From an optimization exercise on the open Yosys and OpenROAD flow, aimed at small area, a short achievable clock period and few clock cycles per item; shortcuts taken in it are not production practice. At most, simulation tests tie the RTL to the original design; equivalence was not proved. No functional check of the RTL was part of run 6. Power is estimated from default activity; no workload was simulated.

===== design/flow/design.v =====
module mbcq_enc #(
    parameter integer L  = 34,      
    parameter integer RP = 32,      
    parameter integer HQ = 2        
) (
    input  wire        clk,
    input  wire        rst,         
    input  wire        in_valid,
    output wire        in_ready,
    input  wire        in_last,     
    input  wire [1:0]  in_fmt,      
    input  wire [1:0]  in_k,        
    input  wire [31:0] in_elem,     
    output wire        out_valid,
    input  wire        out_ready,
    output wire        out_hdr,     
    output wire        out_last,    
    output wire [15:0] out_data
);
    localparam integer QW = (HQ > 2) ? 2 : 1;       
    function automatic [4:0] lzc23;      
        input [22:0] v;
        integer i;
        begin
            lzc23 = 5'd23;
            for (i = 0; i < 23; i = i + 1)
                if (v[i]) lzc23 = 5'd23 - i[4:0];
        end
    endfunction
    wire        i_f16  = (in_fmt == 2'd2);
    wire        i_b16  = (in_fmt == 2'd1);
    wire        i_s    = (i_f16 || i_b16) ? in_elem[15] : in_elem[31];
    wire [7:0]  i_ex   = i_f16 ? {3'b000, in_elem[14:10]} : i_b16 ? in_elem[14:7] : in_elem[30:23];
    wire [22:0] i_man  = i_f16 ? {in_elem[9:0], 13'h0} : i_b16 ? {in_elem[6:0], 16'h0} : in_elem[22:0];
    wire [4:0]  i_lz   = i_f16 ? lzc23({in_elem[9:0], 13'h0}) :
                         i_b16 ? lzc23({in_elem[6:0], 16'h0}) : lzc23(in_elem[22:0]);
    reg        rdy;               
    reg        busy;              
    reg        a_v, a_last, a_s, a_f16;
    reg [1:0]  a_k;
    reg [7:0]  a_ex;
    reg [22:0] a_man;
    reg [4:0]  a_lz;              
    assign in_ready = rdy;
    always @(posedge clk) begin
        a_s    <= i_s;
        a_ex   <= i_ex;
        a_man  <= i_man;
        a_lz   <= i_lz;
        a_f16  <= i_f16;
        a_k    <= in_k;
        a_last <= in_last;
        if (rst) a_v <= 1'b0;
        else     a_v <= in_valid & !busy;
    end
    wire        a_spec = a_f16 ? (a_ex[4:0] == 5'h1F) : (a_ex == 8'hFF);
    wire        a_sub  = (a_ex == 8'd0);
    wire        a_zero = a_sub && (a_man == 23'd0);
    wire [8:0]  a_base = a_f16 ? 9'd369 : 9'd257;       
    wire [8:0]  a_ebf  = a_sub ? a_base - {4'b0000, a_lz} : a_base - 9'd1 + {1'b0, a_ex};
    wire [8:0]  a_eb   = a_spec ? 9'h1FF : a_zero ? 9'd0 : a_ebf;
    wire [8:0]  a_ebm  = (a_spec || a_zero) ? 9'd0 : a_ebf;    
    wire [22:0] c_frac = a_sub ? (a_man << a_lz) : a_man;
    wire [25:0] c_word = {a_s, a_eb, c_frac[22:8], |c_frac[7:0]};
    reg [4:0]  bcnt;              
    reg [8:0]  e_run;             
    reg        esc_run;
    reg [1:0]  k_run;
    wire [8:0] e_new   = (a_ebm > e_run) ? a_ebm : e_run;
    wire       esc_new = esc_run | a_spec;
    wire [1:0] k_new   = (bcnt == 5'd0) ? a_k : k_run;
    wire       b_end   = a_v && (a_last || bcnt == 5'd31);
    reg [16:0]   hq [0:HQ-1];
    reg [QW-1:0] hq_wp, hq_rp;
    reg [QW:0]   hq_cnt;
    always @(posedge clk) begin
        if (b_end) hq[hq_wp] <= {esc_new, e_new, k_new, bcnt};
    end
    always @(posedge clk) begin
        if (rst) begin
            bcnt    <= 5'd0;
            e_run   <= 9'd0;
            esc_run <= 1'b0;
            hq_wp   <= {QW{1'b0}};
        end else if (a_v) begin
            if (b_end) begin
                bcnt    <= 5'd0;
                e_run   <= 9'd0;
                esc_run <= 1'b0;
                hq_wp   <= (hq_wp == HQ - 1) ? {QW{1'b0}} : hq_wp + 1'b1;
            end else begin
                bcnt    <= bcnt + 5'd1;
                e_run   <= e_new;
                esc_run <= esc_new;
                k_run   <= k_new;
            end
        end
    end
    reg [25:0]  ring [0:L-1];
    reg [L-1:0] ring_v;
    integer w;
    always @(posedge clk) begin
        ring[0] <= a_v ? c_word : ring[L-1];
        for (w = 1; w < L; w = w + 1)
            ring[w] <= ring[w - 1];
    end
    reg        o1_v;
    reg        adv_q;             
    wire       adv = !o1_v;
    reg        have;
    reg [5:0]  wpos;
    reg        rd_act;            
    reg [4:0]  rd_rem;            
    reg [9:0]  rd_eoff;           
    reg [1:0]  rd_k;
    reg        rd_esc;
    wire [16:0] hq_h     = hq[hq_rp];
    wire        hq_any   = (hq_cnt != 0);
    wire        at_rd    = have && (wpos == RP);
    wire        iss_hdr  = adv && !rd_act && hq_any && have && (wpos == RP - 1);
    wire        iss_code = adv && rd_act && at_rd;
    wire [8:0]  h_emax   = hq_h[15:7];
    wire        h_nz     = (h_emax != 9'd0);
    wire [1:0]  h_k      = hq_h[6:5];
    wire        h_esc    = hq_h[16];
    wire [8:0]  h_e      = h_nz ? h_emax + 9'd129 : 9'd0;      
    reg        nx_any;
    reg [5:0]  nx_pos;
    integer q;
    always @(*) begin
        nx_any = 1'b0;
        nx_pos = 6'd0;
        for (q = RP + 1; q < L; q = q + 1)
            if (ring_v[q]) begin nx_any = 1'b1; nx_pos = q; end
        for (q = 0; q < RP; q = q + 1)
            if (ring_v[q]) begin nx_any = 1'b1; nx_pos = q; end
    end
    always @(posedge clk) begin
        if (rst) begin
            ring_v <= {L{1'b0}};
            have   <= 1'b0;
        end else begin
            ring_v <= {ring_v[L-2:0], a_v | ring_v[L-1]} & ~({{(L-1){1'b0}}, iss_code} << (RP + 1));
            if (iss_code) begin
                have <= nx_any || a_v;
                wpos <= !nx_any ? 6'd0 : (nx_pos == L - 1) ? 6'd0 : nx_pos + 6'd1;
            end else if (have) begin
                wpos <= (wpos == L - 1) ? 6'd0 : wpos + 6'd1;
            end else if (a_v) begin
                have <= 1'b1;
                wpos <= 6'd0;
            end
        end
    end
    always @(posedge clk) begin
        if (rst) begin
            rd_act <= 1'b0;
            hq_rp  <= {QW{1'b0}};
        end else if (iss_hdr) begin
            rd_act  <= 1'b1;
            rd_rem  <= hq_h[4:0];
            rd_eoff <= !h_nz ? 10'h3FF : {1'b0, h_emax} + {9'd0, h_esc} +
                       ((h_k == 2'd0) ? 10'd10 : (h_k == 2'd1) ? 10'd6 : 10'd2);
            rd_k    <= h_k;
            rd_esc  <= h_esc;
            hq_rp   <= (hq_rp == HQ - 1) ? {QW{1'b0}} : hq_rp + 1'b1;
        end else if (iss_code) begin
            rd_rem <= rd_rem - 5'd1;
            if (rd_rem == 5'd0) rd_act <= 1'b0;
        end
    end
    wire [QW:0] hq_nx  = hq_cnt + b_end - iss_hdr;
    always @(posedge clk) begin
        if (rst) hq_cnt <= {(QW+1){1'b0}};
        else     hq_cnt <= hq_nx;
    end
    wire [25:0] r1_w  = ring[RP];
    wire [8:0]  r1_eb = r1_w[24:16];
    wire [9:0]  r1_d  = rd_eoff - {1'b0, r1_eb};
    wire        r1_z  = (r1_d[9:5] != 5'd0);         
    wire [16:0] r1_h  = {1'b1, r1_w[15:0]};
    wire [33:0] x_sh  = {r1_h, 17'h0} >> r1_d[4:0];
    wire [14:0] x_q   = r1_z ? 15'd0 : x_sh[31:17];
    wire        x_rnd = !r1_z && x_sh[16] && ((|x_sh[15:0]) || x_sh[17]);
    reg        r2_v, r2_hdr, r2_last, r2_rnd, r2_s, r2_spec, r2_nan, r2_esc;
    reg [14:0] r2_q;
    reg [1:0]  r2_k;
    always @(posedge clk) begin
        if (rst) r2_v <= 1'b0;
        else if (adv) r2_v <= iss_hdr || iss_code;
        if (adv_q) begin
            r2_hdr  <= iss_hdr;
            r2_last <= iss_code && (rd_rem == 5'd0);
            r2_q    <= iss_hdr ? {6'd0, h_e} : x_q;
            r2_rnd  <= x_rnd;
            r2_s    <= r1_w[25];
            r2_spec <= (r1_eb == 9'h1FF);
            r2_nan  <= (r1_w[15:0] != 16'd0);
            r2_esc  <= iss_hdr ? h_esc : rd_esc;
            r2_k    <= rd_k;
        end
    end
    reg [14:0] hi_mask;       
    reg [15:0] kmask, top;    
    always @(*) begin
        case (r2_k)
            2'd0:    begin kmask = 16'h00FF; top = 16'h0080; end
            2'd1:    begin kmask = 16'h0FFF; top = 16'h0800; end
            default: begin kmask = 16'hFFFF; top = 16'h8000; end
        endcase
        case ({r2_k, r2_esc})
            3'b000:  hi_mask = 15'h7F80;
            3'b001:  hi_mask = 15'h7FC0;
            3'b010:  hi_mask = 15'h7800;
            3'b011:  hi_mask = 15'h7C00;
            3'b101, 3'b111: hi_mask = 15'h4000;
            default: hi_mask = 15'h0000;
        endcase
    end
    wire        ovf  = ((r2_q & hi_mask) != 15'd0) || (((r2_q | hi_mask) == 15'h7FFF) && r2_rnd);
    wire [15:0] lim  = {1'b0, ~hi_mask};
    wire [15:0] sgn_q = ({1'b0, r2_q} ^ {16{r2_s}}) + {15'd0, r2_s ^ r2_rnd};
    wire [15:0] sgn_l = r2_s ? ~lim + 16'd1 : lim;
    wire [15:0] sgn   = ovf ? sgn_l : sgn_q;
    reg [15:0] code;
    always @(*) begin
        if (r2_hdr)
            code = {r2_esc, 6'b000000, r2_q[8:0]};
        else if (r2_spec)
            code = r2_nan ? top : r2_s ? top + 16'd1 : top - 16'd1;
        else
            code = sgn & kmask;
    end
    reg        o0_v, o0_hdr, o0_last, o1_hdr, o1_last;
    reg        o0_e;                           
    reg [15:0] o0_data, o1_data;
    wire       w_v  = adv && r2_v;             
    wire       o0_ld = o0_e || out_ready;      
    always @(posedge clk) begin
        if (rst) begin
            o0_v  <= 1'b0;
            o0_e  <= 1'b1;
            o1_v  <= 1'b0;
            adv_q <= 1'b1;
        end else begin
            if (o0_ld) o0_v <= o1_v || w_v;
            if (o0_ld) o0_e <= !(o1_v || w_v);
            o1_v  <= o1_v ? !o0_ld : (w_v && !o0_ld);
            adv_q <= o1_v ? o0_ld : !(w_v && !o0_ld);
        end
        if (o0_ld) begin
            o0_hdr  <= o1_v ? o1_hdr  : r2_hdr;
            o0_last <= o1_v ? o1_last : r2_last;
            o0_data <= o1_v ? o1_data : code;
        end
        if (!o1_v) begin
            o1_hdr  <= r2_hdr;
            o1_last <= r2_last;
            o1_data <= code;
        end
    end
    reg  [5:0] lpos;              
    always @(posedge clk) begin
        if (rst || a_v) lpos <= 6'd0;
        else            lpos <= (lpos == L - 1) ? 6'd0 : lpos + 6'd1;
    end
    wire a_ends   = a_v ? (!b_end && bcnt == 5'd30) : (bcnt == 5'd31);
    wire take_now = in_valid && !busy;
    wire take_end = take_now && (in_last || a_ends);
    wire [5:0] lpos_w  = a_v ? 6'd1 : (lpos >= L - 2) ? lpos + 6'd2 - L : lpos + 6'd2;
    wire       start   = a_v ? b_end : (bcnt == 5'd0);
    wire       unwound = !have || ((wpos < L - 2 || iss_code) && wpos + 6'd2 >= lpos_w);
    wire       rd_act_nx = iss_hdr ? 1'b1 : (iss_code && rd_rem == 5'd0) ? 1'b0 : rd_act;
    wire       next_w    = iss_code || (have && wpos == RP - 1);
    wire       o1n_0     = !o0_e && (o1_v || w_v);       
    wire       read_1    = next_w && rd_act_nx;
    wire       read_0    = read_1 && !o1n_0;
    wire       slot_1    = !ring_v[L-3] || read_1;
    wire       slot_0    = !ring_v[L-3] || read_0;
    wire       idle_ok   = start ? (lpos_w != 6'd0 && unwound && (hq_nx < HQ))
                                 : (lpos_w == 6'd0);
    wire       pace_ok   = take_now ? !take_end : idle_ok;
    wire       rdy_nx    = (out_ready ? slot_1 : slot_0) && pace_ok;
    always @(posedge clk) begin
        if (rst) begin
            rdy  <= 1'b1;
            busy <= 1'b0;
        end else begin
            rdy  <= rdy_nx;
            busy <= !rdy_nx;
        end
    end
    assign out_valid = o0_v;
    assign out_hdr   = o0_hdr;
    assign out_last  = o0_last;
    assign out_data  = o0_data;
endmodule

===== design/flow/flow/run.sh =====
#!/bin/bash
# Own layout flow: the standard ORFS flow (standard.sh), with the ports
# buffered by a plain buffer instead of the delay-cell buffer ORFS picks.
# The make output goes to flow.log in the work folder; ORFS's own per-step
# logs stay under orfs/logs/.
set -euo pipefail
bash standard.sh \
  "BUFFER_PORTS_ARGS=-buffer_cell sky130_fd_sc_hd__buf_2" \
  SETUP_SLACK_MARGIN=11.5 \
  finish > flow.log 2>&1

===== design/flow/constraint.sdc =====
create_clock -name core_clock -period 16.0 [get_ports {clk}]
set_input_delay 3.2000 -clock core_clock [delete_from_list [all_inputs] [get_ports {clk}]]
set_output_delay 3.2000 -clock core_clock [all_outputs]
set_load 0.01 [all_outputs]

===== design/flow/standard.sh =====
#!/bin/bash
# synth_recipe.tcl (not shown) runs the flow's synth.tcl, then flattens the netlist and writes it again
# the make line also repeats each setting of config.mk as NAME=value (left out here)
make -C /OpenROAD-flow-scripts/flow DESIGN_CONFIG=/design/flow/config.mk WORK_HOME=/design/flow/orfs CLKGATE_MAP_FILE= SYNTH_SCRIPT=/design/flow/synth_recipe.tcl "${@:-finish}"

===== design/flow/config.mk =====
export PLATFORM = sky130hd
export DESIGN_NAME = mbcq_enc
export DESIGN_NICKNAME = mbcq_enc
export VERILOG_FILES = /design/flow/design.v
export SDC_FILE = /design/flow/constraint.sdc
export NUM_CORES = 4
export LEC_CHECK = 0
export CAP_MARGIN = 20
export CORE_MARGIN = 2
export CORE_UTILIZATION = 70
export CTS_BUF_LIST = sky130_fd_sc_hd__clkbuf_16
export CTS_CLUSTER_DIAMETER = 80
export CTS_CLUSTER_SIZE = 30
export PLACE_DENSITY = 0.8
export SLEW_MARGIN = 20

==> results.ini, run 1 <==
[final_layout]
final_design_area_no_fill_mm2 = 0.0342
post-route-util_pct = 75.5
final_non_filler_cell_total = 3094
most_frequent_cells_in_the_layout = dfxtp_1, nand2_1, nor2_1
fillerInstances = 2807
num_antenna_cells = 0
post_synthesis_to_final_layout_area_growth_pct = 6.65
final_common_cell = dfxtp_1
fin_nets = 2587
post_route_cells_drive_above_1_share_pct = 9.10

[synthesis]
synth_cell_types = 90
postSynthRegisterBits = 1115
synth_instances = 2437
synthTopCellsByArea = dfxtp_1, edfxtp_1, ha_1
post-synth-top-area-fraction_pct = 63.3
synth-warning-count = 2
yosysSeqAreaShare_pct = 72.8
synthFlopType = dfxtp_1
netlist_area_mm2 = 0.0321
synth_edf_count = 102
synth_area_leader_cell = dfxtp_1
avgSynthCellArea_um2 = 13.2
postSynth.asyncResetShare_pct = 0
syn_nets = 2543

[worst_setup_path]
cp-end-kind = output pin
endpoint_required_time_on_the_critical_path_ps = 12800
endpoint_arrival_time_on_the_critical_path_ps = 1170
cp-start-kind = flip-flop
timing.critical_path.fanout_max = 1
critPathMaxStageDelay_ps = 420
worstSetupStartpoint = o0_data[1]$_DFFE_PN_
timing.setup.critical_path_class = flip-flop to output pin
critical_path.reg2reg.startpoint = ring[32][16]$_DFF_P_
cpLargestDelayFamily = flip-flops
worst_path_cell_with_the_longest_stage_delay = edfxtp_1
crit_path_cell_trace = buf_2
path_buf_inv = 1

[timing]
fmax_mhz = 229
setup-violations-final = 0
finalWorstPathRequiredPeriod_ps = 4370
hold_violations = 0
post-route-period-util_pct = 27.3
fin_skew_ps = 28.9
grt_setup_unrepaired = no
max_slew_margin_pct = 25.7
slew_viol_final = 0
final.setup.tns_ps = 0
worst_pin_slew_ps = 1110

[die]
die_area_mm2 = 0.0475
rows = 78
fp.dieW_um = 218
die_height_um = 218
initial_utilization_pct = 70.8
design.core.area_mm2 = 0.0453
num_io_pins = 61

[cts]
cts_num_sinks = 1115
clockRootBuffer = clkbuf_16
clk-insertion-delay-late_ps = 610
cts_buffers = 46
h-tree-depth = 2
cts_tree = yes
path_clk_slew_ps = 100
cts.path.max_buffers = 3

[pwr]
p_total_uw = 4760
netSwitchingPower_uw = 1050
intPower_uw = 3710
power.share.clock_pct = 28.5
static-leakage-power_uw = 0.0139
netSwitchingFraction_pct = 22.1
worst_ir_drop_vdd_v = 0.000159
power.share.combinational_pct = 5.2
power.sequential.fraction_pct = 66.2
power_density_mw_per_mm2 = 139

[place]
dpl_cell_area_mm2 = 0.0328
gp_routability_congestion = 0.898
hpwl_mm = 37.9
place.port_buffers = 60
place_inst = 3031

[grt]
globalRouteOverflowTotal = 0
wire_length_of_the_first_global_routing_pass_mm = 92.3
grt_start_max_net_pins = 66
overall_routing_resource_usage_pct = 24.7
grt_pass1_vias = 17200
initial_antenna_violation_count = 1

[drt]
route.detailed.wl_per_inst_um = 18.7
route.vias.total = 17400
vias_per_cell = 5.63
firstDrtPassIters = 6
drt_drc_violations_left = 0
route.final.wire_length_mm = 57.8
antenna_violating_nets_post_route = 0
initialDrtViolationCount = 1438

[flow_run]
cap_violations = 0

[worst_hold_path]
timing.hold.worst.class = flip-flop to flip-flop
hp-start = ring[18][15]$_DFF_P_

[status]
status = timing/DRC/antenna clean

## synth_stat cells, types with 6 or more instances
cell type and count:
a31oi_1 13, xnor2_1 38, nand4_1 17, buf_2 14, nor4_1 21, a22oi_1 10, a21o_1 16, o21ai_0 93
o22ai_1 24, o31ai_1 9, mux4_2 23, inv_1 87, o21a_1 7, o221ai_1 7, or4_1 7, nand2b_1 18
a211oi_1 16, xor2_1 37, ha_1 63, mux2i_1 67, buf_1 7, nand3_1 28, and2_1 21, clkbuf_1 46
mux2_2 24, edfxtp_1 102, nor3_1 34, o211ai_1 15, or2_2 14, and3_1 10, o21ai_1 6, dfxtp_1 1013
nor2b_1 55, nor2_1 134, a21oi_1 79, nand2_1 140, or3_1 9
## flip-flops by register name, indices dropped and copies added (netlist names), 6 cells and up, named ones only
name     flops
a_ex         8
a_man       23
e_run        9
hq          34
lpos         6
o0_data     16
o1_data     16
r2_q        15
rd_eoff     10
ring       884
ring_v      34
wpos         6
## worst register-to-register path, stage by stage (launching register included)
cell and delay [ps]:
dfxtp_1 430, ha_1 190, inv_1 50, fa_1 1130, mux4_2 660, nand2_1 100, o21ai_0 150, o21ai_0 410
nand4_1 140, or4_1 470, and4_1 180
## logic make-up (layout without fill, tap and decap cells)
logic type / count (synthesis) / after routing / share of synthesized area [%]
simple gates: 540 / 540 / 8.51
buf+inv: 169 / 226 / 2.17
compound gates: 353 / 353 / 7.05
flops: 1115 / 1115 / 72.8
xor+xnor: 79 / 79 / 2.25
mux: 115 / 115 / 4.59
fa+ha+maj: 66 / 66 / 2.62
## metrics by stage
step / setup slack (ps) / hold WS, ps
after floorplan: 11510 / 310
after global placement: 10910 / 310
after detailed placement: 10760 / 312
after CTS: 11520 / 322
after global routing: 11560 / 311
final: 11630 / 326
## power groups by stage
stage / combinational (µW) / clock [µW] / sequential (µW)
6_report: 249 / 1360 / 3150
5_1_grt: 273 / 1470 / 3170
4_1_cts: 247 / 1380 / 3150
3_3_place_gp: 239 / 0 / 3190
2_1_floorplan: 184 / 0 / 3160
3_5_place_dp: 243 / 0 / 3210
## final timing paths
check | slack (ps) | end | cells past startpoint
max | 11630 | out_data[1] | 1
min | 330 | ring[19][15]$_DFF_P_ | 0
max reg2reg | 11850 | r2_rnd$_DFFE_PP_ | 10
min reg2reg | 330 | ring[19][15]$_DFF_P_ | 0
## area by class of cell
class / count / area [µm²] / share of cell area, %
clock buffer: 47 / 1180 / 3.44
clock inverter: 14 / 125 / 0.366
inverter: 94 / 357 / 1.04
multi-input combinational: 1153 / 8050 / 23.5
sequential: 1115 / 23300 / 68.3
tap: 600 / 751 / 2.20
timing repair buffer: 71 / 385 / 1.13
## routing by layer
layer / global-route usage [%] / vias up / part of all wire [%]
met2: 41.4 / 553 / 49
li1: - / 8368 / -
met5: 0 / - / 0.040
met4: 7.48 / 2 / 2.8
met3: 3.43 / 129 / 4.9
met1: 33.6 / 8359 / 44
## timing repair
| item | 4_1_cts | 5_1_grt |
|---|---|---|
| hold buffers | 0 | 0 |
| gates resized for setup | 4 | 3 |
| pin swaps | 0 | 1 |
| buffers inserted | 0 | 2 |
| endpoints found under the setup margin | 24 | 16 |
Testbench counts, summed over its fixed seeds: cycles 377,724, items 363,761.
==> run 2, diff against run 1 <==
--- a/design/flow/config.mk
+++ b/design/flow/config.mk
@@ -7,9 +7,9 @@
 export LEC_CHECK = 0
 export CAP_MARGIN = 20
 export CORE_MARGIN = 2
-export CORE_UTILIZATION = 70
+export CORE_UTILIZATION = 65
 export CTS_BUF_LIST = sky130_fd_sc_hd__clkbuf_16
 export CTS_CLUSTER_DIAMETER = 80
 export CTS_CLUSTER_SIZE = 30
-export PLACE_DENSITY = 0.8
+export PLACE_DENSITY = 0.75
 export SLEW_MARGIN = 20
==> run 2 against run 1 <==
Count of clock-buffer cells in the layout unchanged. Via count down 3.4%. Clock power about the same. Largest cell class unchanged. Highest routed layer is now met4.
==> results.ini, run 2 <==
[status]
status = timing/DRC/antenna clean

[final_layout]
most_frequent_cells_in_the_layout = dfxtp_1, nand2_1, nor2_1
num_antenna_cells = 0
largestRegisters = ring x884, hq x34, ring_v x34
final_common_cell = dfxtp_1
post_route_cells_drive_above_1_share_pct = 9.10
largest_register_ff_count = 884
largest_register = ring
fillerInstances = 3362
post_synthesis_to_final_layout_area_growth_pct = 7.18
fin_nets = 2587

[die]
fp.dieW_um = 226
initial_utilization_pct = 65.6
die_height_um = 226
die_area_mm2 = 0.0511
num_io_pins = 61
design.core.area_mm2 = 0.0488
rows = 81

[cts]
cts_buffers = 46
path_clk_slew_ps = 110
clockRootBuffer = clkbuf_16
post_cts_setup_driven_buffer_insertion_count = 0
cts_tree = yes
cts.path.max_buffers = 3
cts_num_sinks = 1115
clk-insertion-delay-late_ps = 610
cts-hold-fix-buffers = 0
h-tree-depth = 2

[timing]
max_slew_margin_pct = 29.6
whs_ps = 324
fin_skew_ps = 27.9
post-route-period-util_pct = 27.6
final.setup.tns_ps = 0
fmax_mhz = 227
slew_viol_final = 0
worst_pin_slew_ps = 1060
hold_violations = 0
grt_setup_unrepaired = yes
finalWorstPathRequiredPeriod_ps = 4410
setup-violations-final = 0

[worst_setup_path]
endpoint_required_time_on_the_critical_path_ps = 12800
crit_path_cell_trace = buf_2
worst_path_cell_with_the_longest_stage_delay = edfxtp_1
timing.setup.critical_path_class = flip-flop to output pin
endpoint_arrival_time_on_the_critical_path_ps = 1210
timing.critical_path.fanout_max = 1
cp-end-kind = output pin
cp-start-kind = flip-flop
path_buf_inv = 1
critPathMaxStageDelay_ps = 440
cpLargestDelayFamily = flip-flops

[drt]
drt_drc_violations_left = 0
route.vias.total = 16800
vias_per_cell = 5.33
route.final.wire_length_mm = 52.6
firstDrtPassIters = 7
route.detailed.wl_per_inst_um = 16.7
initialDrtViolationCount = 1049
antenna_violating_nets_post_route = 0

[place]
place.port_buffers = 60
hpwl_mm = 34.6
gp_routability_congestion = 0.899

[synthesis]
synth_edf_count = 102
post-synth-top-area-fraction_pct = 63.3
syn_nets = 2543
yosysMostFrequentCell = dfxtp_1
yosysSeqAreaShare_pct = 72.8
avgSynthCellArea_um2 = 13.2
synth_commonest_cells = dfxtp_1, nand2_1, nor2_1
postSynth.asyncResetShare_pct = 0
netlist_area_mm2 = 0.0321
postSynthRegisterBits = 1115
synth_cell_types = 90
synthFlopType = dfxtp_1
synth_instances = 2437
synth-warning-count = 2
synth_area_leader_cell = dfxtp_1
synthTopCellsByArea = dfxtp_1, edfxtp_1, ha_1

[grt]
wire_length_of_the_first_global_routing_pass_mm = 84.5
overall_routing_resource_usage_pct = 20.7
grt_start_max_net_pins = 66
grt_pass1_vias = 16500
initial_antenna_violation_count = 0
globalRouteOverflowTotal = 0

[pwr]
intPower_uw = 3740
netSwitchingPower_uw = 1030
static-leakage-power_uw = 0.0139
power.share.combinational_pct = 5.2
power_density_mw_per_mm2 = 139
power.sequential.fraction_pct = 65.7
worst_ir_drop_vdd_v = 0.000132
power.share.clock_pct = 29.1
netSwitchingFraction_pct = 21.6

[flow_run]
cap_violations = 0

[worst_hold_path]
timing.hold.worst.class = flip-flop to flip-flop

-- run 2: metal layers --
metal  routed length [µm]  GRT usage [%]  vias to the layer above  part of all wire, %
met4                 1260           6.07                        0                  2.4
met2                24000           33.6                      395                   46
met3                 2480           3.38                       91                  4.7
met1                24900           29.0                     7958                   47
met5                    0              0                        -                    0
li1                     -              -                     8383                    -
-- run 2: kinds of logic after synthesis --
group / count (synthesis) / synth area share, %
fa+ha+maj: 66 / 2.62
simple gates: 540 / 8.51
mux: 115 / 4.59
compound gates: 353 / 7.05
buf+inv: 169 / 2.17
xor+xnor: 79 / 2.25
flops: 1115 / 72.8
-- run 2: cell type report --
type	count	area, µm²	area share (%)
clock inverter	14	214	0.623
multi-input combinational	1153	8050	23.4
tap	664	831	2.42
clock buffer	47	1180	3.42
sequential	1115	23300	67.9
inverter	94	357	1.04
timing repair buffer	71	383	1.11
-- run 2: power groups by stage --
| stage | clock (µW) | sequential (µW) | combinational (µW) |
|---|---|---|---|
| after floorplan | 0 | 3160 | 184 |
| after global placement | 0 | 3190 | 241 |
| after detailed placement | 0 | 3200 | 244 |
| after CTS | 1420 | 3140 | 246 |
| after global routing | 1510 | 3160 | 274 |
| final | 1390 | 3140 | 248 |
-- run 2: through the flow --
step	setup WS, ps	instance area [µm²]	total power [µW]	cells	util [%]
4_1_cts	11550	34300	4810	3158	70.3
5_1_grt	11490	34400	4950	3158	70.3
6_report	11590	34400	4770	3158	70.3
3_5_place_dp	10610	32900	3440	3097	67.4
3_3_place_gp	10650	32900	3430	3096	67.4
2_1_floorplan	11510	32100	3340	2437	-
-- run 2: final timing paths --
| path | end | cells after the start | start | slack [ps] |
|---|---|---|---|---|
| min reg2reg | ring[29][23]$_DFF_P_ | 0 | ring[28][23]$_DFF_P_ | 320 |
| max reg2reg | e_run[2]$_SDFFE_PP0P_ | 12 | a_lz[3]$_DFF_P_ | 11700 |
| max | out_data[0] | 1 | o0_data[0]$_DFFE_PN_ | 11590 |
| min | ring[29][23]$_DFF_P_ | 0 | ring[28][23]$_DFF_P_ | 320 |
-- run 2: what timing repair did --
item	in CTS	in global routing
gates resized for setup	3	3
endpoints found under the hold margin	0	0
setup endpoints to repair	25	25
==> run 3, diff against run 2 <==
--- a/design/flow/flow/run.sh
+++ b/design/flow/flow/run.sh
@@ -6,5 +6,5 @@
 set -euo pipefail
 bash standard.sh \
   "BUFFER_PORTS_ARGS=-buffer_cell sky130_fd_sc_hd__buf_2" \
-  SETUP_SLACK_MARGIN=11.5 \
+  SETUP_SLACK_MARGIN=12 \
   finish > flow.log 2>&1
--- a/design/flow/config.mk
+++ b/design/flow/config.mk
@@ -7,9 +7,9 @@
 export LEC_CHECK = 0
 export CAP_MARGIN = 20
 export CORE_MARGIN = 2
-export CORE_UTILIZATION = 65
+export CORE_UTILIZATION = 70
 export CTS_BUF_LIST = sky130_fd_sc_hd__clkbuf_16
 export CTS_CLUSTER_DIAMETER = 80
 export CTS_CLUSTER_SIZE = 30
-export PLACE_DENSITY = 0.75
+export PLACE_DENSITY = 0.8
 export SLEW_MARGIN = 20
==> run 3 against run 2 <==
Still clean. Area after synthesis unchanged. Final cell count decreased by 1.5%. Count of clock-buffer cells in the layout unchanged. Global-route usage increased by 4.7 points. Synthesized cell count unchanged. Clock power about the same. Register-to-register slack improved by 460 ps. Sequential power about the same. Critical path depth unchanged. Core utilization increased by 5.9 points. Wire length increased by 14%. Die area decreased by 7.0%. Critical endpoint is now out_data[11].
==> results.ini, run 3 <==
[final_layout]
fin_nets = 2600
post_route_cells_drive_above_1_share_pct = 11.0
post_synthesis_to_final_layout_area_growth_pct = 7.76
final_common_cell = dfxtp_1
post-route-util_pct = 76.3
most_frequent_cells_in_the_layout = dfxtp_1, nand2_1, nor2_1
final_non_filler_cell_total = 3111
largest_register = ring
largestRegisters = ring x884, hq x34, ring_v x34
largest_register_ff_count = 884
final_design_area_no_fill_mm2 = 0.0345

[drt]
firstDrtPassIters = 5
route.vias.total = 17300
drt_drc_violations_left = 0
route.final.wire_length_mm = 59.8
vias_per_cell = 5.56
antenna_violating_nets_post_route = 0
initialDrtViolationCount = 1356
route.detailed.wl_per_inst_um = 19.2

[grt]
wire_length_of_the_first_global_routing_pass_mm = 94.4
grt_pass1_vias = 17300
overall_routing_resource_usage_pct = 25.4
globalRouteOverflowTotal = 0
initial_antenna_violation_count = 0
grt_start_max_net_pins = 63

[timing]
hold_violations = 0
slew_viol_final = 0
finalWorstPathRequiredPeriod_ps = 4430
post-route-period-util_pct = 27.7
fin_skew_ps = 44.1
grt_setup_unrepaired = yes
final.setup.tns_ps = 0
whs_ps = 317
setup-violations-final = 0
fmax_mhz = 226
max_slew_margin_pct = 27.8
worst_pin_slew_ps = 1080

[cts]
clk-insertion-delay-late_ps = 640
cts.path.max_buffers = 3
cts_buffers = 46
cts_tree = yes
h-tree-depth = 2
clockRootBuffer = clkbuf_16
cts_num_sinks = 1115
path_clk_slew_ps = 120

[synthesis]
synth_simple_gate_area_share_pct = 8.51
synth.mux.area_fraction_pct = 4.59
yosysSeqAreaShare_pct = 72.8
syn_nets = 2543
synthTopCellsByArea = dfxtp_1, edfxtp_1, ha_1
synthXorXnorAreaFrac_pct = 2.25
synth-warning-count = 2
post-synth-top-area-fraction_pct = 63.3
synth_compound_gate_area_share_pct = 7.05
synth_area_leader_cell = dfxtp_1
postSynthRegisterBits = 1115
synth_commonest_cells = dfxtp_1, nand2_1, nor2_1
synthFlopType = dfxtp_1
synth_instances = 2437
dominant_combinational_cell_family_by_area_after_synthesis = simple AND/OR/NAND/NOR gates
avgSynthCellArea_um2 = 13.2
post_synth_fa_ha_maj_area_fraction_pct = 2.62
synth_cell_types = 90
netlist_area_mm2 = 0.0321
postSynth.asyncResetShare_pct = 0
yosysMostFrequentCell = dfxtp_1
synth_edf_count = 102

[die]
design.core.area_mm2 = 0.0453
num_io_pins = 61
initial_utilization_pct = 70.8
fp.dieW_um = 218
die_height_um = 218
rows = 78
die_area_mm2 = 0.0475

[pwr]
power_density_mw_per_mm2 = 139
worst_ir_drop_vdd_v = 0.000134
static-leakage-power_uw = 0.0140

[status]
status = timing/DRC/antenna clean

[flow_run]
cap_violations = 0

[place]
gp_routability_congestion = 0.871
place_inst = 3029
hpwl_mm = 38.2
dpl_cell_area_mm2 = 0.0329
place.port_buffers = 60

[worst_setup_path]
worst_r2r_endpoint = hq[0][9]$_DFFE_PP_
cp-end-kind = output pin
critical_path.reg2reg.startpoint = a_man[16]$_DFF_P_
ff2ff_setup_slack_ps = 12160
crit_path_cell_trace = buf_2
timing.critical_path.fanout_max = 1
cp-start-kind = flip-flop
endpoint_required_time_on_the_critical_path_ps = 12800
path_buf_inv = 1
worst_path_cell_with_the_longest_stage_delay = edfxtp_1
timing.setup.critical_path_class = flip-flop to output pin
cp-endpoint = out_data[11]
worst-path-stages = 1
worstSetupStartpoint = o0_data[11]$_DFFE_PN_
critPathMaxStageDelay_ps = 430
cpLargestDelayFamily = flip-flops
endpoint_arrival_time_on_the_critical_path_ps = 1230
ff2ff_path_depth = 13

[worst_hold_path]
timing.hold.worst.class = flip-flop to flip-flop
timing.hold.worst_path_depth = 0

## run 3: cell count changes in the layout (fill, tap and decap cells not counted), sizes merged
| cell | change |
|---|---|
| buf | +12 |
| bufinv | -1 |
| clkbuf | +1 |
| clkinvlp | +1 |
| diode | +1 |
| inv | +3 |
## run 3: area by class of cell
class                      instances  area, µm²
clock inverter                    17        174
fill                            2736      10700
antenna                            1       2.50
timing repair buffer              84        507
multi-input combinational       1153       8220
inverter                          94        357
sequential                      1115      23400
clock buffer                      47       1180
tap                              600        751
## run 3: power breakdown
group	leakage [µW]	internal (µW)	switching (µW)
logic	0.00384	110	152
registers	0.00945	3050	101
clock network	0.000680	560	823
## run 3: how the worst min path moves through the flow
stage                          from                    to
2_1_floorplan    ring[9][0]$_DFF_P_   ring[10][0]$_DFF_P_
3_3_place_gp    ring[7][13]$_DFF_P_   ring[8][13]$_DFF_P_
3_5_place_dp    ring[13][8]$_DFF_P_   ring[14][8]$_DFF_P_
4_1_cts        ring[16][16]$_DFF_P_  ring[17][16]$_DFF_P_
5_1_grt         ring[13][2]$_DFF_P_   ring[14][2]$_DFF_P_
6_report        ring[13][2]$_DFF_P_   ring[14][2]$_DFF_P_
## run 3: timing repair
item,in CTS,in global routing
setup endpoints to repair,52,48
endpoints found under the hold margin,0,0
resized for setup,18,16
hold buffers,0,0
pin swaps,2,6
buffers inserted,5,12
## run 3: worst reg2reg max path, cell delays in order, from the launching register on
cell	delay (ps)
dfxtp_1	450
nor4_1	310
nand4_1	130
or2_2	380
a31oi_2	350
nor2_1	120
ha_1	330
nor2b_1	140
o21a_1	170
o21a_1	170
o21ai_1	240
a211oi_2	160
nor2_4	260
mux2_2	390
## run 3: per-layer routing
metal | vias up | GRT usage (%) | routed length [µm]
met5 | - | 0 | 0
met4 | 0 | 7.80 | 1610
met3 | 123 | 3.14 | 2580
met2 | 491 | 43.7 | 29600
met1 | 8248 | 34.0 | 26000
li1 | 8422 | - | -
## run 3: cells by family (layout without fill, tap and decap cells)
family                     Yosys count  count (layout)
AOI/OAI and AO/OA                  353             353
xor gates and xnor gates            79              79
adders and majority gates           66              66
buffers and inverters              169             242
DFF                               1115            1115
muxes                              115             115
other                                0               1
and+or+nand+nor                    540             540
## run 3: through the flow
stage               total power (µW)  setup WS (ps)
finish                          4800          11570
detailed placement              3460          11160
CTS                             4820          11530
floorplan                       3350          11660
global placement                3430          11210
global route                    4960          11530
==> run 4, diff against run 3 <==
--- a/design/flow/flow/run.sh
+++ b/design/flow/flow/run.sh
@@ -6,5 +6,4 @@
 set -euo pipefail
 bash standard.sh \
   "BUFFER_PORTS_ARGS=-buffer_cell sky130_fd_sc_hd__buf_2" \
-  SETUP_SLACK_MARGIN=12 \
   finish > flow.log 2>&1
==> run 4 against run 3 <==
Clock skew up 4.8 ps. Register-to-register slack worse by 1000 ps. Flip-flop and latch count unchanged. Clock power about the same. Worst setup slack worse by 420 ps. Final area down 0.92%. Final cell count down 0.55%. Combinational power down 5%. Maximum frequency down 8.7%. Power up 0.15%. Non-clock buffer count down 15. Core utilization down 0.70 points. Largest power group unchanged.
==> results.ini, run 4 <==
[final_layout]
post_route_cells_drive_above_1_share_pct = 8.74
final_design_area_no_fill_mm2 = 0.0342
fin_nets = 2585
multi_input_comb_area_mm2 = 0.00804
largest_register_ff_count = 884
largest_register = ring
most_frequent_cells_in_the_layout = dfxtp_1, nand2_1, nor2_1
final_non_filler_cell_total = 3094
num_antenna_cells = 0
final_common_cell = dfxtp_1
post_synthesis_to_final_layout_area_growth_pct = 6.76
seq_area_mm2 = 0.0233
largestRegisters = ring x884, hq x34, ring_v x34
fillerInstances = 2790

[worst_setup_path]
critPathMaxStageDelay_ps = 800
endpoint_required_time_on_the_critical_path_ps = 16530
worst_r2r_endpoint = e_run[2]$_SDFFE_PP0P_
timing.setup.critical_path_class = flip-flop to flip-flop
path_common_cell = a21oi_1
critical_path.reg2reg.startpoint = a_lz[2]$_DFF_P_
ff2ff_path_depth = 13
ff2ff_setup_slack_ps = 11150
endpoint_arrival_time_on_the_critical_path_ps = 5380
cp-end-kind = flip-flop
timing.critical_path.fanout_max = 17
worst_path_cell_with_the_longest_stage_delay = dfxtp_1
cp-start-kind = flip-flop
cp-endpoint = e_run[2]$_SDFFE_PP0P_
crit_path_cell_trace = clkinv_1 -> ha_1 -> a21oi_1 -> xnor2_1 -> o21ai_0 -> nor2b_1 -> ha_1 -> or2_2 -> a21oi_1 -> a211oi_1 -> nor2_1 -> a21oi_1 -> o32ai_1
worstSetupStartpoint = a_lz[2]$_DFF_P_

[timing]
hold_violations = 0
post-route-period-util_pct = 30.3
finalWorstPathRequiredPeriod_ps = 4850
fin_skew_ps = 48.9
grt_setup_unrepaired = no
final.setup.tns_ps = 0
fmax_mhz = 206
max_slew_margin_pct = 27.8
setup-violations-final = 0
slew_viol_final = 0
worst_pin_slew_ps = 1080
layout_setup_ws_ps = 11150

[drt]
route.vias.total = 17400
vias_per_cell = 5.62
route.detailed.wl_per_inst_um = 19.4
firstDrtPassIters = 6
antenna_violating_nets_post_route = 0
initialDrtViolationCount = 1543
route.final.wire_length_mm = 59.9
drt_drc_violations_left = 0

[cts]
post_cts_setup_driven_buffer_insertion_count = 0
cts_buffers = 46
post_cts_resized = 0
cts-hold-fix-buffers = 0
cts_num_sinks = 1115
clockRootBuffer = clkbuf_16
cts_tree = yes
h-tree-depth = 2
path_clk_slew_ps = 110
clk-insertion-delay-late_ps = 620
cts.path.max_buffers = 3

[worst_hold_path]
timing.hold.worst.class = flip-flop to flip-flop

[synthesis]
synth_cell_types = 90
postSynth.asyncResetShare_pct = 0
synth_edf_count = 102
synthTopCellsByArea = dfxtp_1, edfxtp_1, ha_1
synth_instances = 2437
synth_area_leader_cell = dfxtp_1
netlist_area_mm2 = 0.0321
synth_commonest_cells = dfxtp_1, nand2_1, nor2_1
post-synth-top-area-fraction_pct = 63.3
synth-warning-count = 2
avgSynthCellArea_um2 = 13.2
synthFlopType = dfxtp_1
yosysSeqAreaShare_pct = 72.8
postSynthRegisterBits = 1115
syn_nets = 2543
yosysMostFrequentCell = dfxtp_1

[grt]
wire_length_of_the_first_global_routing_pass_mm = 95.3
globalRouteOverflowTotal = 0
global_route.usage.met3_pct = 3.44
groute.layer.met1.usage_pct = 33.6
globalRoute.busiestLayer = met2
grt_pass1_vias = 17700
overall_routing_resource_usage_pct = 25.7
grt_start_max_net_pins = 66
globalRouteMet2Util_pct = 44.6
initial_antenna_violation_count = 1

[pwr]
worst_ir_drop_vdd_v = 0.000138
netSwitchingPower_uw = 1060
power.share.clock_pct = 29.2
power.share.combinational_pct = 5.2
intPower_uw = 3740
netSwitchingFraction_pct = 22.1
power.sequential.fraction_pct = 65.6
static-leakage-power_uw = 0.0139
power_density_mw_per_mm2 = 141

[place]
place_inst = 3031
pre_cts_ws_ps = 10920
place.port_buffers = 60
hpwl_mm = 38.9
gp_routability_congestion = 0.900
dpl_cell_area_mm2 = 0.0328

[die]
num_io_pins = 61
fp.dieW_um = 218
rows = 78
design.core.area_mm2 = 0.0453
initial_utilization_pct = 70.8
die_height_um = 218
die_area_mm2 = 0.0475

[status]
status = timing/DRC/antenna clean

[flow_run]
cap_violations = 0

==> run 4: cell counts after synthesis <==
Identical to the previous run, type by type.
==> run 4: cell families (layout without fill, tap and decap cells) <==
| family | after synthesis | count (layout) | synth area share [%] |
|---|---|---|---|
| AOI/OAI and AO/OA | 353 | 353 | 7.05 |
| xor gates and xnor gates | 79 | 79 | 2.25 |
| adders and majority gates | 66 | 66 | 2.62 |
| buffers and inverters | 169 | 226 | 2.17 |
| DFF | 1115 | 1115 | 72.8 |
| muxes | 115 | 115 | 4.59 |
| and+or+nand+nor | 540 | 540 | 8.51 |
==> run 4: stage by stage <==
step | util (%) | power, µW | hold slack (ps)
after floorplan | - | 3340 | 310
after global placement | 72.5 | 3430 | 311
after detailed placement | 72.5 | 3450 | 312
after CTS | 75.5 | 4830 | 325
after global routing | 75.6 | 4970 | 325
final | 75.6 | 4810 | 317
==> run 4: power by group through the flow <==
stage	combinational, µW	clock, µW	sequential [µW]
6_report	250	1400	3150
5_1_grt	274	1520	3180
4_1_cts	246	1430	3160
3_5_place_dp	244	0	3210
3_3_place_gp	240	0	3190
2_1_floorplan	184	0	3160
==> run 4: area by class of cell <==
type | instances | area share (%)
repair buffers | 69 | 1.07
flip-flops and latches | 1115 | 68.2
clock buffers | 48 | 3.51
clock inverters | 15 | 0.479
multi-input cells | 1153 | 23.5
inverters | 94 | 1.04
well taps | 600 | 2.19
==> run 4: how the worst min path moves through the flow <==
stage | start | endpoint | slack [ps] | cells past startpoint
floorplan | ring[9][0]$_DFF_P_ | ring[10][0]$_DFF_P_ | 310 | 0
global placement | ring[3][13]$_DFF_P_ | ring[4][13]$_DFF_P_ | 310 | 0
detailed placement | ring[18][15]$_DFF_P_ | ring[19][15]$_DFF_P_ | 310 | 0
CTS | ring[8][1]$_DFF_P_ | ring[9][1]$_DFF_P_ | 320 | 0
global route | ring[29][16]$_DFF_P_ | ring[30][16]$_DFF_P_ | 330 | 0
finish | ring[16][15]$_DFF_P_ | ring[17][15]$_DFF_P_ | 320 | 0
==> run 4: critical path, delay by kind of cell (launching register included) <==
family                   cells  cell delay, ps
adder cells (fa/ha/maj)      2             720
buffers and inverters        1             670
AO/OA/AOI/OAI                6            1310
XOR/XNOR                     1              80
flip-flops                   1             800
AND/OR/NAND/NOR              3            1180
==> run 4: routing by layer <==
| layer | vias to the layer above | part of all wire [%] | wire [µm] |
|---|---|---|---|
| met4 | 0 | 3.0 | 1800 |
| met3 | 151 | 5.5 | 3270 |
| met2 | 617 | 49 | 29500 |
| met5 | - | 0 | 0 |
| met1 | 8248 | 42 | 25300 |
| li1 | 8384 | - | - |
==> run 5, diff against run 4 <==
==> design/flow/run.sh (new file) <==
#!/bin/bash
# synth_recipe.tcl (not shown) runs the flow's synth.tcl, then flattens the netlist and writes it again
# the make line also repeats each setting of config.mk as NAME=value (left out here)
make -C /OpenROAD-flow-scripts/flow DESIGN_CONFIG=/design/flow/config.mk WORK_HOME=/design/flow/orfs CLKGATE_MAP_FILE= SYNTH_SCRIPT=/design/flow/synth_recipe.tcl finish
removed: design/flow/flow/run.sh
removed: design/flow/standard.sh
==> run 5 against run 4 <==
Count of clock-buffer cells in the layout fell by 2. Final cell count hardly changed. Sequential power about the same. Via count fell by 0.86%. Critical endpoint is now e_run[1]$_SDFFE_PP0P_.
==> results.ini, run 5 <==
[status]
status = timing/DRC/antenna clean

[die]
die_area_mm2 = 0.0475
num_io_pins = 61
fp.dieW_um = 218
initial_utilization_pct = 70.8
design.core.area_mm2 = 0.0453
die_height_um = 218
rows = 78

[synthesis]
postSynth.asyncResetShare_pct = 0
avgSynthCellArea_um2 = 13.2
synth_area_leader_cell = dfxtp_1
yosysSeqAreaShare_pct = 72.8
syn_nets = 2543
synthFlopType = dfxtp_1
synth-warning-count = 2
synth_cell_types = 90
synth_edf_count = 102
synth_commonest_cells = dfxtp_1, nand2_1, nor2_1
synth_instances = 2437
netlist_area_mm2 = 0.0321
yosysMostFrequentCell = dfxtp_1
post-synth-top-area-fraction_pct = 63.3
postSynthRegisterBits = 1115
synthTopCellsByArea = dfxtp_1, edfxtp_1, ha_1

[timing]
fin_skew_ps = 36.6
finalWorstPathRequiredPeriod_ps = 4950
max_slew_margin_pct = 28.6
fmax_mhz = 202
hold_violations = 0
post-route-period-util_pct = 30.9
setup-violations-final = 0
grt_setup_unrepaired = no
slew_viol_final = 0
final.setup.tns_ps = 0
worst_pin_slew_ps = 1070
layout_setup_ws_ps = 11050

[pwr]
power.share.clock_pct = 28.5
static-leakage-power_uw = 0.0138
power.sequential.fraction_pct = 66.1
netSwitchingPower_uw = 1050
intPower_uw = 3720
power.share.combinational_pct = 5.4
netSwitchingFraction_pct = 22.1
power_density_mw_per_mm2 = 138
worst_ir_drop_vdd_v = 0.000132

[cts]
cts_num_sinks = 1115
path_clk_slew_ps = 110
post_cts_resized = 0
cts-hold-fix-buffers = 0
post_cts_setup_driven_buffer_insertion_count = 0
clockRootBuffer = clkbuf_16
cts_tree = yes
h-tree-depth = 2
cts.path.max_buffers = 3
cts_buffers = 45
clk-insertion-delay-late_ps = 620

[drt]
drt_drc_violations_left = 0
max_used_layer = met5
wl_met3_mm = 2.94
route.final.wire_length_mm = 58.9
route.detailed.wl_per_inst_um = 19.1
firstDrtPassIters = 6
vias_per_cell = 5.58
wirelength_met1_mm = 25.2
route.vias.total = 17300
antenna_violating_nets_post_route = 0
initialDrtViolationCount = 1519
routed_wl_met2_mm = 29.2

[grt]
globalRouteOverflowTotal = 0
wire_length_of_the_first_global_routing_pass_mm = 93.2
overall_routing_resource_usage_pct = 25.1
initial_antenna_violation_count = 2
grt_start_max_net_pins = 66
grt_pass1_vias = 17300

[final_layout]
final_common_cell = dfxtp_1
largest_register_ff_count = 884
most_frequent_cells_in_the_layout = dfxtp_1, nand2_1, nor2_1
largestRegisters = ring x884, hq x34, ring_v x34
largest_register = ring
num_antenna_cells = 0
final_non_filler_cell_total = 3093
post-route-util_pct = 76.1
fin_nets = 2586
post_synthesis_to_final_layout_area_growth_pct = 7.55
post_route_cells_drive_above_1_share_pct = 6.46

[worst_setup_path]
endpoint_required_time_on_the_critical_path_ps = 16520
cp-end-kind = flip-flop
endpoint_arrival_time_on_the_critical_path_ps = 5460
crit_path_cell_trace = clkinv_1 -> ha_1 -> a21oi_1 -> xnor2_1 -> o21ai_0 -> nor2b_1 -> ha_1 -> or2_2 -> a21oi_1 -> a211oi_1 -> nor2_1 -> a21oi_1 -> o32ai_1
timing.critical_path.fanout_max = 17
path_common_cell = a21oi_1
timing.setup.critical_path_class = flip-flop to flip-flop
cp-start-kind = flip-flop
worst_path_cell_with_the_longest_stage_delay = dfxtp_1
critPathMaxStageDelay_ps = 840

[place]
place_inst = 3033
pre_cts_ws_ps = 10720
gp_routability_congestion = 0.877
hpwl_mm = 39.1
place.port_buffers = 60

[worst_hold_path]
timing.hold.worst.class = flip-flop to flip-flop

[flow_run]
cap_violations = 0

==> run 5: final timing paths <==
check / end / from / depth (start not counted) / slack (ps)
setup / recovery: e_run[1]$_SDFFE_PP0P_ / a_lz[2]$_DFF_P_ / 13 / 11050
hold / removal: ring[29][19]$_DFF_P_ / ring[28][19]$_DFF_P_ / 0 / 320
setup reg to reg: e_run[1]$_SDFFE_PP0P_ / a_lz[2]$_DFF_P_ / 13 / 11050
hold reg to reg: ring[29][19]$_DFF_P_ / ring[28][19]$_DFF_P_ / 0 / 320
==> run 5: layout make-up <==
| type | instances | area [µm²] |
|---|---|---|
| sequential | 1115 | 23300 |
| fill | 2702 | 10800 |
| multi-input combinational | 1153 | 8040 |
| clock buffer | 46 | 1150 |
| tap | 600 | 751 |
| timing repair buffer | 71 | 678 |
| inverter | 94 | 355 |
| clock inverter | 14 | 164 |
==> run 5: per-stage QoR <==
step	instance area [µm²]	total power [µW]	hold WS, ps
3_5_place_dp	33200	3460	312
3_3_place_gp	33200	3440	310
2_1_floorplan	32100	3340	310
4_1_cts	34500	4790	324
6_report	34500	4770	321
5_1_grt	34500	4930	333
==> run 5: routing by layer <==
metal  up-vias  track usage, %
li1       8363               -
met5         -               0
met1      8268            32.7
met3       122            4.23
met2       495            43.4
met4         2            7.32
==> run 5: worst max-delay path: cells and delay by family (launching register included) <==
kind	cells	cell delay [ps]
buffers and inverters	1	680
AO/OA/AOI/OAI	6	1350
XOR/XNOR	1	110
flip-flops	1	840
adder cells (fa/ha/maj)	2	710
AND/OR/NAND/NOR	3	1160
==> run 5: kinds of logic (layout without fill, tap and decap cells) <==
| family | count (synthesis) | count (layout) | share of synthesized area (%) |
|---|---|---|---|
| buffers and inverters | 169 | 225 | 2.17 |
| XOR/XNOR | 79 | 79 | 2.25 |
| AO/OA/AOI/OAI | 353 | 353 | 7.05 |
| flip-flops | 1115 | 1115 | 72.8 |
| AND/OR/NAND/NOR | 540 | 540 | 8.51 |
| multiplexers | 115 | 115 | 4.59 |
| adder cells (fa/ha/maj) | 66 | 66 | 2.62 |
==> run 5: power by group through the flow <==
stage / registers [µW] / logic [µW] / clock network (µW)
6_report: 3150 / 258 / 1360
5_1_grt: 3170 / 283 / 1480
4_1_cts: 3160 / 256 / 1380
3_5_place_dp: 3210 / 253 / 0
3_3_place_gp: 3190 / 247 / 0
2_1_floorplan: 3160 / 184 / 0
==> run 6, diff against run 5 <==
--- a/design/flow/design.v
+++ b/design/flow/design.v
@@ -34,30 +34,34 @@
     wire [22:0] i_man  = i_f16 ? {in_elem[9:0], 13'h0} : i_b16 ? {in_elem[6:0], 16'h0} : in_elem[22:0];
     wire [4:0]  i_lz   = i_f16 ? lzc23({in_elem[9:0], 13'h0}) :
                          i_b16 ? lzc23({in_elem[6:0], 16'h0}) : lzc23(in_elem[22:0]);
+    wire        i_spec = i_f16 ? (in_elem[14:10] == 5'h1F) : (i_ex == 8'hFF);
+    wire        i_sub  = (i_ex == 8'd0);
+    wire        i_zero = i_sub && (i_man == 23'd0);
+    wire [8:0]  i_ebn  = i_f16 ? {4'b0000, in_elem[14:10]} + 9'd368 : {1'b1, i_ex};
     reg        rdy;               
     reg        busy;              
-    reg        a_v, a_last, a_s, a_f16;
+    reg        a_v, a_last, a_s, a_f16, a_spec, a_sub, a_zero;
     reg [1:0]  a_k;
-    reg [7:0]  a_ex;
+    reg [8:0]  a_ebn;
     reg [22:0] a_man;
     reg [4:0]  a_lz;              
     assign in_ready = rdy;
     always @(posedge clk) begin
         a_s    <= i_s;
-        a_ex   <= i_ex;
+        a_ebn  <= i_ebn;
         a_man  <= i_man;
         a_lz   <= i_lz;
         a_f16  <= i_f16;
+        a_spec <= i_spec;
+        a_sub  <= i_sub;
+        a_zero <= i_zero;
         a_k    <= in_k;
         a_last <= in_last;
         if (rst) a_v <= 1'b0;
         else     a_v <= in_valid & !busy;
     end
-    wire        a_spec = a_f16 ? (a_ex[4:0] == 5'h1F) : (a_ex == 8'hFF);
-    wire        a_sub  = (a_ex == 8'd0);
-    wire        a_zero = a_sub && (a_man == 23'd0);
     wire [8:0]  a_base = a_f16 ? 9'd369 : 9'd257;       
-    wire [8:0]  a_ebf  = a_sub ? a_base - {4'b0000, a_lz} : a_base - 9'd1 + {1'b0, a_ex};
+    wire [8:0]  a_ebf  = a_sub ? a_base - {4'b0000, a_lz} : a_ebn;
     wire [8:0]  a_eb   = a_spec ? 9'h1FF : a_zero ? 9'd0 : a_ebf;
     wire [8:0]  a_ebm  = (a_spec || a_zero) ? 9'd0 : a_ebf;    
     wire [22:0] c_frac = a_sub ? (a_man << a_lz) : a_man;
==> design/flow/flow/run.sh (new file) <==
#!/bin/bash
# Own layout flow: the standard ORFS flow (standard.sh), with the ports
# buffered by a plain buffer instead of the delay-cell buffer ORFS picks.
# The make output goes to flow.log in the work folder; ORFS's own per-step
# logs stay under orfs/logs/.
set -euo pipefail
bash standard.sh \
  "BUFFER_PORTS_ARGS=-buffer_cell sky130_fd_sc_hd__buf_2" \
  SETUP_SLACK_MARGIN=11.5 \
  finish > flow.log 2>&1
==> design/flow/standard.sh (new file) <==
#!/bin/bash
# synth_recipe.tcl (not shown) runs the flow's synth.tcl, then flattens the netlist and writes it again
# the make line also repeats each setting of config.mk as NAME=value (left out here)
make -C /OpenROAD-flow-scripts/flow DESIGN_CONFIG=/design/flow/config.mk WORK_HOME=/design/flow/orfs CLKGATE_MAP_FILE= SYNTH_SCRIPT=/design/flow/synth_recipe.tcl "${@:-finish}"
removed: design/flow/run.sh
==> run 6 against run 5 <==
Critical endpoint is now out_data[12]. Flip-flop and latch count up 3. Final cell count about the same. Via count up 1.4%.
==> results.ini, run 6 <==
[status]
status = timing/DRC/antenna clean

[worst_setup_path]
worstSetupStartpoint = o0_data[12]$_DFFE_PN_
timing.critical_path.fanout_max = 1
endpoint_required_time_on_the_critical_path_ps = 12800
path_buf_inv = 1
cp-end-kind = output pin
crit_path_cell_trace = buf_2
critical_path.reg2reg.startpoint = a_lz[1]$_DFF_P_
critPathMaxStageDelay_ps = 440
cpLargestDelayFamily = flip-flops
cp-start-kind = flip-flop
timing.setup.critical_path_class = flip-flop to output pin
endpoint_arrival_time_on_the_critical_path_ps = 1240
worst_path_cell_with_the_longest_stage_delay = edfxtp_1

[final_layout]
seq_area_mm2 = 0.0234
multi_input_comb_area_mm2 = 0.00789
num_antenna_cells = 0
largest_register_ff_count = 884
largestRegisters = ring x884, hq x34, ring_v x34
final_common_cell = dfxtp_1
post_synthesis_to_final_layout_area_growth_pct = 7.31
fin_nets = 2577
largest_register = ring
most_frequent_cells_in_the_layout = dfxtp_1, nor2_1, nand2_1
fillerInstances = 2739
post_route_cells_drive_above_1_share_pct = 8.55

[place]
gp_routability_congestion = 0.853
place.port_buffers = 60
pre_cts_ws_ps = 10490
hpwl_mm = 39.8

[die]
rows = 78
initial_utilization_pct = 70.6
die_area_mm2 = 0.0473
num_io_pins = 61
design.core.area_mm2 = 0.0452
fp.dieW_um = 217
die_height_um = 217

[timing]
layout_setup_ws_ps = 11560
final.setup.tns_ps = 0
grt_setup_unrepaired = no
finalWorstPathRequiredPeriod_ps = 4440
fin_skew_ps = 27.8
post-route-period-util_pct = 27.8
slew_viol_final = 0
setup-violations-final = 0
max_slew_margin_pct = 33.9
fmax_mhz = 225
worst_pin_slew_ps = 990
hold_violations = 0

[synthesis]
synthFlopType = dfxtp_1
synth_instances = 2429
avgSynthCellArea_um2 = 13.1
post-synth-top-area-fraction_pct = 63.8
synth_edf_count = 102
synth_cell_types = 81
yosysSeqAreaShare_pct = 73.4
yosysMostFrequentCell = dfxtp_1
synth_area_leader_cell = dfxtp_1
syn_nets = 2531
synthTopCellsByArea = dfxtp_1, edfxtp_1, mux2i_1
postSynth.asyncResetShare_pct = 0
postSynthRegisterBits = 1118
netlist_area_mm2 = 0.0319
synth_commonest_cells = dfxtp_1, nor2_1, nand2_1
synth-warning-count = 2

[cts]
cts_tree = yes
clk-insertion-delay-late_ps = 620
cts_buffers = 46
cts.path.max_buffers = 3
h-tree-depth = 2
cts_num_sinks = 1118
path_clk_slew_ps = 110
clockRootBuffer = clkbuf_16

[pwr]
worst_ir_drop_vdd_v = 0.000127
static-leakage-power_uw = 0.0138
power_density_mw_per_mm2 = 141

[drt]
route.vias.total = 17500
route.detailed.wl_per_inst_um = 20.0
initialDrtViolationCount = 1450
drt_drc_violations_left = 0
firstDrtPassIters = 7
vias_per_cell = 5.66
route.final.wire_length_mm = 61.8
antenna_violating_nets_post_route = 0

[grt]
wire_length_of_the_first_global_routing_pass_mm = 97.2
grt_start_max_net_pins = 56
grt_pass1_vias = 17700
initial_antenna_violation_count = 6
globalRouteOverflowTotal = 0
overall_routing_resource_usage_pct = 26.6

[worst_hold_path]
timing.hold.worst.class = flip-flop to flip-flop
hp-start = ring[3][21]$_DFF_P_

[flow_run]
cap_violations = 0

run 6: changes by cell type after synthesis, moves of 8 or more:
cell,before,now
nor3_1,34,54
nand2_1,140,122
nor2_1,134,151
mux2i_1,67,80
a22o_1,4,13
a22oi_1,10,2
o21ai_0,93,85
run 6: area by class of cell:
cell class / count / share of cell area (%)
clock inverters: 17 / 0.640
repair buffers: 75 / 1.23
multi-input cells: 1150 / 23.1
well taps: 600 / 2.19
flip-flops and latches: 1118 / 68.4
clock buffers: 48 / 3.51
inverters: 84 / 0.980
run 6: worst paths after layout:
path | to | slack (ps) | cells past startpoint
worst max-delay path | out_data[12] | 11560 | 1
worst min-delay path | ring[4][21]$_DFF_P_ | 300 | 0
worst max register to register | e_run[6]$_SDFFE_PP0P_ | 11780 | 13
worst min register to register | ring[4][21]$_DFF_P_ | 300 | 0
run 6: logic make-up after synthesis:
kind of cell	Yosys count	share of synthesized area, %
flops	1118	73.4
fa+ha+maj	61	2.42
simple gates	551	8.59
mux	123	4.59
xor+xnor	71	1.95
buf+inv	161	2.04
compound gates	344	7.02
run 6: routing by layer:
layer / vias up / global-route usage [%] / share of wire [%]
met5: - / 0 / 0.083
met4: 8 / 9.77 / 3.1
met3: 148 / 4.42 / 5.8
met2: 620 / 45.2 / 49
met1: 8355 / 34.5 / 42
li1: 8363 / - / -
run 6: repair_timing:
action | 4_1_cts | 5_1_grt
buffers inserted | 4 | 0
hold buffers | 0 | 0
setup endpoints to repair | 29 | 25
resized for setup | 5 | 5
run 6: where the power goes:
| part | internal (µW) | leakage [µW] | switching [µW] |
|---|---|---|---|
| registers | 3050 | 0.00947 | 95.1 |
| logic | 101 | 0.00366 | 146 |
| clock network | 590 | 0.000711 | 835 |
| total | 3750 | 0.0138 | 1080 |
run 6: per-stage QoR:
stage | area, µm² | util (%) | hold WS (ps) | std cells | total power [µW]
after CTS | 34200 | 75.7 | 303 | 3092 | 4850
after floorplan | 31900 | - | 310 | 2429 | 3330
final | 34200 | 75.7 | 304 | 3092 | 4820
after detailed placement | 32700 | 72.4 | 312 | 3023 | 3450
after global routing | 34200 | 75.7 | 313 | 3092 | 4980
after global placement | 32700 | 72.4 | 310 | 3023 | 3420

what the ideal ports hide:
No port has a modelled driver above. Below, the same layouts with a new extraction and two added sets of constraints. Step 1 assumes that a clkbuf_16 drives the clock port and a buf_2 every other input. Step 2 moves the port delays by t, midway between the first and last clock arrival at a register: inputs arrive t later, outputs are due t later. That takes back most of the time a late clock gives input paths. a / b / c = no drivers / after step 1 / after step 2; a / b = the first two.
run	t, ns	slack for setup (ns)	clock arrival spread, ns	worst register clock-pin slew, ns	worst slew at a driven data input, ns
run 1	0.653	11.625 / 11.570 / 11.127	0.031 / 0.030	0.11 / 0.11	0.03
run 2	0.659	11.589 / 11.530 / 11.114	0.039 / 0.039	0.11 / 0.11	0.04
run 3	0.673	11.567 / 11.509 / 11.396	0.045 / 0.045	0.12 / 0.12	0.04
run 4	0.653	11.147 / 11.147 / 10.948	0.051 / 0.051	0.11 / 0.11	0.04
run 5	0.653	11.052 / 11.052 / 10.722	0.038 / 0.037	0.11 / 0.11	0.04
run 6	0.668	11.558 / 11.500 / 10.998	0.030 / 0.030	0.11 / 0.11	0.04
After both steps setup and hold are still met in every run listed. The setup slack of run 6, which loses most, moves by -0.058 ns with the drivers and by -0.560 ns with both steps.
